This design comes from an exercise in tuning for small area, a short achievable clock period and few clock cycles per item on the open sky130 flow, not from production work. No functional check of the RTL was part of any run shown here.

--- flow/config.mk ---
export PLATFORM = sky130hd
export DESIGN_NAME = feq_recip
export DESIGN_NICKNAME = feq_recip
export VERILOG_FILES = /design/flow/design.v
export SDC_FILE = /design/flow/constraint.sdc
export NUM_CORES = 4
export LEC_CHECK = 0
export CAP_MARGIN = 20
export CORE_MARGIN = 2
export CORE_UTILIZATION = 40
export SLEW_MARGIN = 20
export SYNTH_HIERARCHICAL = 0
--- flow/design.v ---
module feq_recip (
    input  wire        clk,
    input  wire        rst,         
    input  wire        in_valid,
    output wire        in_ready,
    input  wire [15:0] a_raw,       
    input  wire [15:0] b_raw,       
    output reg         out_valid,
    input  wire        out_ready,
    output wire [31:0] out_re,      
    output wire [31:0] out_im,      
    output reg  [3:0]  out_sh,      
    output reg         out_dead
);
    reg         s1_busy;
    reg  [2:0]  s1_cnt;             
    reg         dead1;
    reg  [3:0]  hp;                 
    reg  [15:0] as_r, bs_r;
    reg  [31:0] sq_r;               
    assign in_ready = ~s1_busy;
    wire s1_fin = s1_cnt[2];
    wire a_small = (a_raw[15:1] == 15'd0) | (a_raw == 16'hFFFF);
    wire b_small = (b_raw[15:1] == 15'd0) | (b_raw == 16'hFFFF);
    wire red2 = (as_r[15] == as_r[14]) & (bs_r[15] == bs_r[14]);
    wire red3 = ((as_r[15:13] == 3'b000) | (as_r[15:13] == 3'b111)) &
                ((bs_r[15:13] == 3'b000) | (bs_r[15:13] == 3'b111));
    wire red5 = ((as_r[15:11] == 5'b00000) | (as_r[15:11] == 5'b11111)) &
                ((bs_r[15:11] == 5'b00000) | (bs_r[15:11] == 5'b11111));
    wire normed = dead1 | ~red2;
    wire [16:0] ax = {as_r, 1'b0};
    wire [16:0] bx = {bs_r, 1'b0};
    reg  [4:0]  wa, wb;
    always @* begin
        case (s1_cnt[1:0])
            2'd0: begin wa = ax[16:12]; wb = bx[16:12]; end
            2'd1: begin wa = ax[12:8];  wb = bx[12:8];  end
            2'd2: begin wa = ax[8:4];   wb = bx[8:4];   end
            default: begin wa = ax[4:0]; wb = bx[4:0];  end
        endcase
    end
    function [32:0] booth_sq;       
        input [2:0]  dg;
        input [31:0] x;
        reg one, two, neg;
        reg [31:0] m;
        begin
            one = dg[1] ^ dg[0];
            two = (dg == 3'b011) | (dg == 3'b100);
            neg = dg[2] & ~(dg[1] & dg[0]);
            m   = one ? x : two ? {x[30:0], 1'b0} : 32'd0;
            booth_sq = {neg, neg ? ~m : m};
        end
    endfunction
    wire [31:0] a_ext = {{16{as_r[15]}}, as_r};
    wire [31:0] b_ext = {{16{bs_r[15]}}, bs_r};
    wire [32:0] ta_h = booth_sq(wa[4:2], a_ext);
    wire [32:0] ta_l = booth_sq(wa[2:0], a_ext);
    wire [32:0] tb_h = booth_sq(wb[4:2], b_ext);
    wire [32:0] tb_l = booth_sq(wb[2:0], b_ext);
    wire [3:0]  negs = {1'b0, ta_h[32], 2'b00} + {1'b0, tb_h[32], 2'b00} +
                       {3'b000, ta_l[32]} + {3'b000, tb_l[32]};
    wire [31:0] sq16 = (s1_cnt[1:0] == 2'd0) ? 32'd0 : {sq_r[27:0], 4'd0};
    wire [31:0] sq_nx = (sq16 | {28'd0, negs}) +
                        {ta_h[29:0], 2'b00} + ta_l[31:0] +
                        {tb_h[29:0], 2'b00} + tb_l[31:0];
    reg         s2_busy;            
    reg         s2_fin;             
    reg  [2:0]  s2_cnt;
    reg  [31:0] dn_r;               
    reg  [34:0] ws_r, wc_r;         
    reg  [31:0] qp_r, qm_r;         
    reg  [16:0] a2_r, b2_r;
    reg  [3:0]  sh2;
    reg         dead2;
    reg         s3_busy;
    reg  [3:0]  s3_cnt;
    wire s3_free   = ~s3_busy | (s3_cnt == 4'd8);
    wire s2_pass   = s2_busy & s2_fin & s3_free;
    wire s2_free   = ~s2_busy | s2_pass;
    wire handoff   = s1_busy & s1_fin & s2_free;
    wire        e0  = sq_r[31] | sq_r[30];
    wire        e2  = ~e0 & ~sq_r[29];
    wire [31:0] dnn = e0 ? sq_r : sq_r[29] ? {sq_r[30:0], 1'b0} : {sq_r[29:0], 2'b00};
    wire [34:0] dv   = {2'b00, dn_r, 1'b0};
    reg  [34:0] ws_n, wc_n, ys, yc, mm, cy;
    reg  [31:0] qp_n, qm_n;
    reg  [3:0]  est;
    reg  [4:0]  bi;
    reg         sp, sn;
    integer k;
    always @* begin
        ws_n = ws_r;
        wc_n = wc_r;
        qp_n = qp_r;
        qm_n = qm_r;
        for (k = 0; k < 4; k = k + 1) begin
            bi  = 5'd31 - {s2_cnt, 2'b00} - k[4:0];
            ys  = {ws_n[33:0], dn_r[bi]};
            yc  = {wc_n[33:0], 1'b0};
            est = ys[34:31] + yc[34:31];
            sp  = ~est[3];                      
            sn  = est[3] & (est != 4'b1111);    
            mm  = sp ? ~dv : sn ? dv : 35'd0;
            cy  = (ys & yc) | (ys & mm) | (yc & mm);
            ws_n = ys ^ yc ^ mm;
            wc_n = {cy[33:0], sp};
            if (sp) begin
                qm_n = {qp_n[30:0], 1'b0};
                qp_n = {qp_n[30:0], 1'b1};
            end else if (sn) begin
                qp_n = {qm_n[30:0], 1'b1};
                qm_n = {qm_n[30:0], 1'b0};
            end else begin
                qp_n = {qp_n[30:0], 1'b0};
                qm_n = {qm_n[30:0], 1'b1};
            end
        end
    end
    wire [34:0] wsum  = ws_r + wc_r;
    wire [30:0] q_fin = wsum[34] ? qm_r[30:0] : qp_r[30:0];
    reg  [30:0] q3;
    reg  [16:0] a3, b3;             
    reg         ap, bp;             
    reg  [33:0] vr, vi;             
    reg         zr, zi;             
    reg  [2:0]  hr, hi;             
    reg  [3:0]  sh3;
    reg         dead3;
    wire s3_go = s3_busy & ((s3_cnt != 4'd0) | ~out_valid | out_ready);
    function [34:0] booth_q;        
        input [2:0]  dg;
        input [30:0] x;
        input        flip;          
        reg one, two, neg;
        reg [33:0] m;
        begin
            one = dg[1] ^ dg[0];
            two = (dg == 3'b011) | (dg == 3'b100);
            neg = (dg[2] & ~(dg[1] & dg[0])) ^ (flip & (one | two));
            m   = one ? {3'b000, x} : two ? {2'b00, x, 1'b0} : 34'd0;
            booth_q = {neg, neg ? ~m : m};
        end
    endfunction
    wire [34:0] tr = booth_q({a3[1:0], ap}, q3, 1'b0);
    wire [34:0] ti = booth_q({b3[1:0], bp}, q3, 1'b1);
    wire [33:0] vr0 = (s3_cnt == 4'd0) ? 34'h0_0000_4000 : vr;
    wire [33:0] vi0 = (s3_cnt == 4'd0) ? 34'h0_0000_4000 : vi;
    wire [33:0] sr  = vr0 + tr[33:0] + {33'd0, tr[34]};
    wire [33:0] si  = vi0 + ti[33:0] + {33'd0, ti[34]};
    assign out_re = {vr[28:0], hr[2], hr[1], hr[0] & ~zr};
    assign out_im = {vi[28:0], hi[2], hi[1], hi[0] & ~zi};
    always @(posedge clk) begin
        if (rst)
            s1_busy <= 1'b0;
        else if (~s1_busy)
            s1_busy <= in_valid;
        else if (handoff)
            s1_busy <= 1'b0;
        if (~s1_busy) begin
            as_r   <= a_raw;
            bs_r   <= b_raw;
            dead1  <= a_small & b_small;
            hp     <= 4'd0;
            s1_cnt <= 3'd0;
        end else if (~s1_fin) begin
            if (normed) begin
                sq_r   <= sq_nx;
                s1_cnt <= s1_cnt + 3'd1;
            end else if (red5) begin
                as_r <= {as_r[11:0], 4'd0};
                bs_r <= {bs_r[11:0], 4'd0};
                hp   <= hp + 4'd4;
            end else if (red3) begin
                as_r <= {as_r[13:0], 2'd0};
                bs_r <= {bs_r[13:0], 2'd0};
                hp   <= hp + 4'd2;
            end else begin
                as_r <= {as_r[14:0], 1'b0};
                bs_r <= {bs_r[14:0], 1'b0};
                hp   <= hp + 4'd1;
            end
        end
        if (rst)
            s2_busy <= 1'b0;
        else if (handoff)
            s2_busy <= 1'b1;
        else if (s2_pass)
            s2_busy <= 1'b0;
        if (handoff) begin
            dn_r   <= dnn;
            ws_r   <= 35'h0_2000_0000;      
            wc_r   <= 35'd0;
            qp_r   <= 32'd0;
            qm_r   <= 32'hFFFF_FFFF;
            s2_cnt <= 3'd0;
            s2_fin <= 1'b0;
            a2_r   <= dead1 ? 17'd0 : e2 ? {as_r, 1'b0} : {as_r[15], as_r};
            b2_r   <= dead1 ? 17'd0 : e2 ? {bs_r, 1'b0} : {bs_r[15], bs_r};
            sh2    <= dead1 ? 4'd0 : hp + {3'd0, ~e0};
            dead2  <= dead1;
        end else if (s2_busy & ~s2_fin) begin
            ws_r   <= ws_n;
            wc_r   <= wc_n;
            qp_r   <= qp_n;
            qm_r   <= qm_n;
            s2_cnt <= s2_cnt + 3'd1;
            s2_fin <= (s2_cnt == 3'd7);
        end
        if (rst)
            s3_busy <= 1'b0;
        else if (s2_pass)
            s3_busy <= 1'b1;
        else if (s3_busy & (s3_cnt == 4'd8))
            s3_busy <= 1'b0;
        if (s2_pass) begin
            q3     <= q_fin;
            a3     <= a2_r;
            b3     <= b2_r;
            ap     <= 1'b0;
            bp     <= 1'b0;
            sh3    <= sh2;
            dead3  <= dead2;
            s3_cnt <= 4'd0;
        end else if (s3_go) begin
            a3     <= {a3[16], a3[16], a3[16:2]};
            b3     <= {b3[16], b3[16], b3[16:2]};
            ap     <= a3[1];
            bp     <= b3[1];
            s3_cnt <= s3_cnt + 4'd1;
        end
        if (s3_go) begin
            vr     <= {sr[33], sr[33], sr[33:2]};
            vi     <= {si[33], si[33], si[33:2]};
            case (s3_cnt)
                4'd0: begin
                    zr <= (sr[1:0] == 2'b00);
                    zi <= (si[1:0] == 2'b00);
                    out_sh   <= sh3;
                    out_dead <= dead3;
                end
                4'd7: begin
                    zr <= zr & ~sr[0];
                    zi <= zi & ~si[0];
                    hr[0] <= sr[1];
                    hi[0] <= si[1];
                end
                4'd8: begin
                    hr[2:1] <= sr[1:0];
                    hi[2:1] <= si[1:0];
                end
                default: begin
                    zr <= zr & (sr[1:0] == 2'b00);
                    zi <= zi & (si[1:0] == 2'b00);
                end
            endcase
        end
        if (rst)
            out_valid <= 1'b0;
        else if (s3_go & (s3_cnt == 4'd8))
            out_valid <= 1'b1;
        else if (out_ready)
            out_valid <= 1'b0;
    end
endmodule
--- flow/constraint.sdc ---
create_clock -name core_clock -period 12.0 [get_ports {clk}]
set_input_delay 2.4000 -clock core_clock [delete_from_list [all_inputs] [get_ports {clk}]]
set_output_delay 2.4000 -clock core_clock [all_outputs]
set_load 0.01 [all_outputs]
--- flow/run.sh ---
#!/bin/bash
# synth_recipe.tcl (not shown) runs the flow's synth.tcl, then flattens the netlist and writes it again
# the make line also repeats each setting of config.mk as NAME=value (left out here)
make -C /OpenROAD-flow-scripts/flow DESIGN_CONFIG=/design/flow/config.mk WORK_HOME=/design/flow/orfs CLKGATE_MAP_FILE= SYNTH_SCRIPT=/design/flow/synth_recipe.tcl finish
==> flow_summary.yaml, run 1 <==
timing:
  final_hold_viol_count: 0
  tightestPinTransition_ns: 1.10
  fmax_ghz: 0.0912
  finalSetupTns_ns: 0
  fin_crit_ns: 10.97
  maxSlewHeadroom_pct: 26.7
  worst_slack_ns: 1.03
  slew_viol_final: 0
  clock_skew_ns: 0.0320
  rsz0062_at_grt: "no"
  layout_worst_path_cycle_share_pct: 91.4
  finalSetupViolCount: 0
clock_network:
  clock_latency_ns: 0.62
  postCtsSetupBuffers: 0
  post_cts_resized: 0
  clock-sinks: 436
  clock_path_buffers: 3
  htreeDepth: 2
  holdBufCountCts: 0
  cts_tree: "yes"
  clockRootBuffer: "clkbuf_16"
  path_clk_slew_ns: 0.06
  numCtsBuffers: 53
worst_setup_path:
  r2r_slack_ns: 1.03
  critPathLaunchType: "flop"
  critPathMaxFanout: 39
  r2r-end: "qm_r[29]"
  required_ns: 12.53
  cp.arrival_ns: 11.49
  path_delay_family: "adder cells"
  r2r_start: "wc_r[30]"
  cp-end-kind: "flop"
  reg2reg_depth: 40
  crit_type: "flop to flop"
  cpPeakStageDelay_ns: 0.74
  crit_buf_inv: 8
  slowest_stage: "xnor2_1"
place:
  dpl_worst_slack_ns: 1.12
  dpl.hpwl_mm: 63.6
  place_inst: 4636
  dpl_cell_area_um2: 35400
  port-buffer-count: 106
  gp_congestion: 0.886
final_layout:
  final_cell_area_um2: 37200
  antenna_cells: 0
  finalNonFillerCells: 4736
  syn_to_final_growth_pct: 9.70
  fillers: 8178
  nets: 3960
  drive_gt1_share_pct: 6.89
  fin_util_pct: 44.4
die:
  die_h_um: 295
  core-area_um2: 83800
  fp-row-count: 106
  die_area_um2: 87100
  start_util_pct: 40.5
  io_pins: 107
  die_w_um: 295
yosys:
  synth_cell_types: 83
  synth_async_sr_flop_share_pct: 0
  syn_avg_cell_area_um2: 9.27
  yosys_warnings: 1
  synth_ff_type: "edfxtp_1"
  synth_edf_count: 283
  ys_seq_area_share_pct: 34.1
  synthTopCellsByCount: "nand2_1, a21oi_1, edfxtp_1"
  syn_nets: 4062
  synth-seq-cells: 436
  yosysTopAreaCellShare_pct: 25.1
  synth_top_cell_by_area: "edfxtp_1"
  syn-instance-count: 3660
  syn_area_um2: 33900
  yosysMostFrequentCell: "nand2_1"
  synthTopCellsByArea: "edfxtp_1, fa_1, dfxtp_1"
routing:
  num_vias: 25400
  avgRoutedWirePerCell_um: 18.7
  vias_per_cell: 5.36
  drt_iter0_drc: 1660
  ant_nets: 0
  wl_mm: 88.8
  route.detailed.drc: 0
  first_pass_iters: 6
min_path:
  hp-class: "flop to flop"
  holdPathEnd: "out_sh[2]"
  holdPathStages: 0
  hp-start: "sh3[2]"
job:
  drv_cap: 0
global_route:
  grt.overflow.total: 0
  grt_first_pass_wirelength_mm: 142
  grt_max_degree: 86
  grt_pass1_vias: 24800
  antenna_found_initial: 0
  grt_usage_pct: 20.5
run_status:
  status: "timing/DRC/antenna clean"
## metrics by stage
| stage | hold WS [ns] |
|---|---|
| finish | 0.420 |
| detailed placement | 0.407 |
| global placement | 0.403 |
| global route | 0.427 |
| floorplan | 0.400 |
| CTS | 0.415 |
## state kept, by name, summed over array words and instances (netlist names), 4 cells and up
signal	count
hp	4
a2_r	17
dn_r	32
vi	32
b3	17
wc_r	35
q3	31
sh2	4
a3	17
qp_r	31
sh3	4
sq_r	32
as_r	16
s3_cnt	4
b2_r	17
vr	32
ws_r	35
bs_r	16
out_sh	4
qm_r	31
## worst max-delay path by stage
stage                  start  slack, ns  cells after the start       end
floorplan           ws_r[30]       2.03                     41  ws_r[32]
finish              wc_r[30]       1.03                     40  qm_r[29]
global route        wc_r[30]       0.03                     40  qm_r[25]
CTS                 wc_r[30]       1.04                     40  qm_r[29]
global placement    ws_r[30]       1.33                     40  qm_r[29]
detailed placement  wc_r[30]       1.12                     40  qm_r[29]
## worst register-to-register path, delay by kind of cell, from the launching register on
family          cells  cell delay [ns]
compound gates     11             2.26
xor+xnor            7             2.43
fa+ha+maj           8             2.91
buf+inv             8             1.73
flops               1             0.36
simple gates        6             1.21
## placed cells by master (no fill, tap or decap), types with 106 or more instances in the layout
cell / n
clkdlybuf4s50_1: 106
nand2_1: 520
fa_1: 199
dfxtp_1: 153
xnor2_1: 120
nor2_1: 213
o21ai_0: 135
ha_1: 166
edfxtp_1: 283
inv_1: 239
a21oi_1: 310
## cell type report
type | count | area [um2] | share of cell area [%]
Clock inverter | 33 | 335 | 0.901
Inverter | 245 | 925 | 2.48
Timing Repair Buffer | 151 | 1400 | 3.76
Multi-Input combinational cell | 2671 | 20100 | 54.1
Sequential cell | 436 | 11600 | 31.1
Clock buffer | 66 | 1450 | 3.89
Tap cell | 1134 | 1420 | 3.81
## cell families after synthesis
kind of cell,after synthesis,share of synthesized area (%)
xor+xnor,197,5.17
buf+inv,553,6.88
compound gates,851,15.9
mux,177,5.92
fa+ha+maj,366,17.9
flops,436,34.1
simple gates,1080,14.2
## per-layer routing
metal | global-route usage [%] | up-vias | wire (um)
met5 | 0 | - | 0
met4 | 5.87 | 0 | 2290
met3 | 2.27 | 133 | 3910
met2 | 34.3 | 615 | 42200
met1 | 27.9 | 12200 | 40300
li1 | - | 12400 | -
==> run 2, diff against run 1 <==
--- a/flow/design.v
+++ b/flow/design.v
@@ -84,7 +84,19 @@
     wire [31:0] dnn = e0 ? sq_r : sq_r[29] ? {sq_r[30:0], 1'b0} : {sq_r[29:0], 2'b00};
-    wire [34:0] dv   = {2'b00, dn_r, 1'b0};
+    wire [34:0] dv = {2'b00, dn_r, 1'b0};
+    reg  [3:0]  bd;                     
+    always @* begin
+        case (s2_cnt)
+            3'd0: bd = dn_r[31:28];
+            3'd1: bd = dn_r[27:24];
+            3'd2: bd = dn_r[23:20];
+            3'd3: bd = dn_r[19:16];
+            3'd4: bd = dn_r[15:12];
+            3'd5: bd = dn_r[11:8];
+            3'd6: bd = dn_r[7:4];
+            default: bd = dn_r[3:0];
+        endcase
+    end
     reg  [34:0] ws_n, wc_n, ys, yc, mm, cy;
-    reg  [31:0] qp_n, qm_n;
     reg  [3:0]  est;
-    reg  [4:0]  bi;
+    reg  [3:0]  dp, dm;                 
     reg         sp, sn;
@@ -94,7 +106,4 @@
         wc_n = wc_r;
-        qp_n = qp_r;
-        qm_n = qm_r;
         for (k = 0; k < 4; k = k + 1) begin
-            bi  = 5'd31 - {s2_cnt, 2'b00} - k[4:0];
-            ys  = {ws_n[33:0], dn_r[bi]};
+            ys  = {ws_n[33:0], bd[3 - k]};
             yc  = {wc_n[33:0], 1'b0};
@@ -107,14 +116,10 @@
             wc_n = {cy[33:0], sp};
-            if (sp) begin
-                qm_n = {qp_n[30:0], 1'b0};
-                qp_n = {qp_n[30:0], 1'b1};
-            end else if (sn) begin
-                qp_n = {qm_n[30:0], 1'b1};
-                qm_n = {qm_n[30:0], 1'b0};
-            end else begin
-                qp_n = {qp_n[30:0], 1'b0};
-                qm_n = {qm_n[30:0], 1'b1};
-            end
-        end
-    end
+            dp[3 - k] = sp;
+            dm[3 - k] = sn;
+        end
+    end
+    wire [4:0]  dv4  = {1'b0, dp} - {1'b0, dm};
+    wire [4:0]  dv4m = dv4 - 5'd1;
+    wire [31:0] qp_n = {dv4[4]  ? qm_r[27:0] : qp_r[27:0], dv4[3:0]};
+    wire [31:0] qm_n = {dv4m[4] ? qm_r[27:0] : qp_r[27:0], dv4m[3:0]};
     wire [34:0] wsum  = ws_r + wc_r;
--- a/flow/config.mk
+++ b/flow/config.mk
@@ -7,2 +7,3 @@
 export LEC_CHECK = 0
+export ABC_CLOCK_PERIOD_IN_PS = 4000
 export CAP_MARGIN = 20
@@ -10,2 +11,3 @@
 export CORE_UTILIZATION = 40
+export SETUP_SLACK_MARGIN = 5
 export SLEW_MARGIN = 20
==> run 2 against run 1 <==
Largest cell class unchanged. Sequential share of layout area is 1.1 points lower. Critical path depth rose by 7. Worst hold slack got worse by 0.013 ns. Synthesized cell count is essentially flat. Maximum frequency up 19%. Via count increased by 0.38%. Still clean on timing, DRC and antenna. Cell count up 1.7%.
==> flow_summary.yaml, run 2 <==
worst_setup_path:
  slowest_stage: "fa_1"
  required_ns: 12.48
  r2r-end: "qm_r[16]"
  r2r_slack_ns: 2.75
  cpPeakStageDelay_ns: 0.53
  r2r_start: "wc_r[30]"
  crit_top_cell: "ha_4"
  cp-end-kind: "flop"
  reg2reg_depth: 47
  critPathLaunchType: "flop"
  critPathMaxFanout: 13
  crit_end: "qm_r[16]"
  crit_type: "flop to flop"
  startpoint: "wc_r[30]"
  cp.arrival_ns: 9.73
global_route:
  grt.overflow.total: 0
  gr-usage-met1_pct: 27.2
  grt_use_met3_pct: 2.50
  grt_usage_pct: 19.2
  antenna_found_initial: 0
  grt_pass1_vias: 24300
  grt-busiest-layer: "met2"
  grt_first_pass_wirelength_mm: 135
  grt_max_degree: 106
  met2_usage_pct: 30.8
place:
  port-buffer-count: 106
  dpl_cell_area_um2: 35500
  gp_congestion: 0.904
  dpl_worst_slack_ns: 1.13
  dpl.hpwl_mm: 58.3
yosys:
  synth-seq-cells: 436
  synth_async_sr_flop_share_pct: 0
  syn-instance-count: 3659
  syn_area_um2: 33800
  synth_top_cell_by_area: "edfxtp_1"
  syn_avg_cell_area_um2: 9.25
  synth_ff_type: "edfxtp_1"
  ys_seq_area_share_pct: 34.2
  synthTopCellsByCount: "nand2_1, a21oi_1, edfxtp_1"
  yosysTopAreaCellShare_pct: 25.1
  syn_nets: 4066
  synth_edf_count: 283
  synth_cell_types: 82
  synthTopCellsByArea: "edfxtp_1, fa_1, dfxtp_1"
  yosysMostFrequentCell: "nand2_1"
  yosys_warnings: 1
timing:
  tightestPinTransition_ns: 1.05
  fmax_ghz: 0.108
  worst_slack_ns: 2.75
  layout_worst_path_cycle_share_pct: 77.1
  finalSetupTns_ns: 0
  final_hold_viol_count: 0
  fin_crit_ns: 9.25
  rsz0062_at_grt: "yes"
  slew_viol_final: 0
  finalSetupViolCount: 0
  maxSlewHeadroom_pct: 29.7
  clock_skew_ns: 0.0344
routing:
  vias_per_cell: 5.29
  drt_iter0_drc: 1701
  route.detailed.drc: 0
  wl_mm: 83.7
  first_pass_iters: 8
  avgRoutedWirePerCell_um: 17.4
  ant_nets: 0
  num_vias: 25500
clock_network:
  clock_path_buffers: 3
  htreeDepth: 2
  holdBufCountCts: 0
  numCtsBuffers: 52
  clock_latency_ns: 0.62
  path_clk_slew_ns: 0.06
  cts_tree: "yes"
  clock-sinks: 436
  clockRootBuffer: "clkbuf_16"
final_layout:
  final_cell_mix: "nand2_1, a21oi_1, edfxtp_1, nor2_1, inv_1"
  antenna_cells: 0
  syn_to_final_growth_pct: 14.3
  drive_gt1_share_pct: 12.3
  nets: 4046
  final_cell_area_um2: 38700
  reg.largest.list: "wc_r (35), ws_r (35)"
  final_common_cell: "nand2_1"
die:
  die_h_um: 295
  die_area_um2: 86900
  io_pins: 107
  core-area_um2: 83700
  fp-row-count: 106
  die_w_um: 295
  start_util_pct: 40.4
run_status:
  status: "timing/DRC/antenna clean"
min_path:
  hp-start: "dead2"
  hp-class: "flop to flop"
job:
  drv_cap: 0
==> run 2: cell count changes after synthesis, sizes merged, moves of 15 or more <==
cell   change
xnor2     -21
and2      -62
xor2      +28
nor2b     +56
mux2i     +47
a21oi     +15
o221a     -31
nor2      +38
nor3      -61
==> run 2: repair_timing <==
action	CTS	global route
resized for setup	68	39
setup endpoints to repair	148	138
pin swaps	39	39
buffers inserted	47	26
hold endpoints to repair	0	0
cloned	8	0
==> run 2: critical path, delay by kind of cell (launching register included) <==
family          cells  cell delay, ns
buf+inv             9            1.12
simple gates       13            1.95
xor+xnor            5            1.08
compound gates     10            1.35
mux                 1            0.19
fa+ha+maj           9            3.05
flops               1            0.36
==> run 2: metal layers <==
| metal | routed length (um) | up-vias |
|---|---|---|
| met4 | 2100 | 0 |
| met2 | 38400 | 608 |
| met5 | 0 | - |
| met3 | 4250 | 119 |
| li1 | - | 12600 |
| met1 | 38900 | 12200 |
==> run 2: logic make-up after synthesis <==
group                      share of synthesized area (%)
muxes                                               6.49
DFF                                                 34.2
and+or+nand+nor                                     13.7
xor gates and xnor gates                            5.44
AOI/OAI and AO/OA                                   15.3
adders and majority gates                           18.1
buffers and inverters                               6.73
==> run 2: area by class of cell <==
| cell class | instances | area [um2] |
|---|---|---|
| fillers | 7945 | 45000 |
| multi-input cells | 2687 | 20700 |
| flip-flops and latches | 436 | 11600 |
| repair buffers | 225 | 2240 |
| clock buffers | 64 | 1470 |
| well taps | 1134 | 1420 |
| inverters | 237 | 911 |
| clock inverters | 34 | 330 |
==> run 2: stage by stage <==
stage,hold WS (ns),utilization [%],instances
final,0.407,46.2,4817
after global routing,0.427,46.2,4817
after CTS,0.412,45.7,4790
after detailed placement,0.406,42.5,4637
after global placement,0.403,42.5,4637
after floorplan,0.400,-,3659
==> run 2: how the worst min path moves through the flow <==
stage,depth (start not counted),slack [ns],to
final,0,0.41,dead3
after global routing,0,0.43,dead3
after CTS,0,0.41,dead3
after detailed placement,0,0.41,out_sh[3]
after global placement,0,0.40,sh3[1]
after floorplan,0,0.40,dead3

port drivers added, routing unchanged:
In the flow no input, the clock included, has a driving cell. The finished layouts below were timed again as built, in two steps.
Step 1, drivers: a clkbuf_16 drives clk and a buf_2 each remaining input, both assumed.
Step 2 times the ports against the registers' clock, not the clock port: input delays grow and output delays shrink by t, the midpoint of the rising clock arrivals with the driver on.
Three values: no drivers, after step 1, after step 2; two values: the first two.
| run | shift t [ns] | setup WS [ns] | clock arrival spread, ns | slew at the worst register clock pin (ns) | pins driven straight from the clock port |
|---|---|---|---|---|---|
| run 1 | 0.669 | 1.033 / 1.033 / 1.033 | 0.034 / 0.033 | 0.06 / 0.06 | 1 |
| run 2 | 0.672 | 2.749 / 2.749 / 2.749 | 0.037 / 0.037 | 0.07 / 0.07 | 1 |
After both steps setup and hold are still met in every run listed.
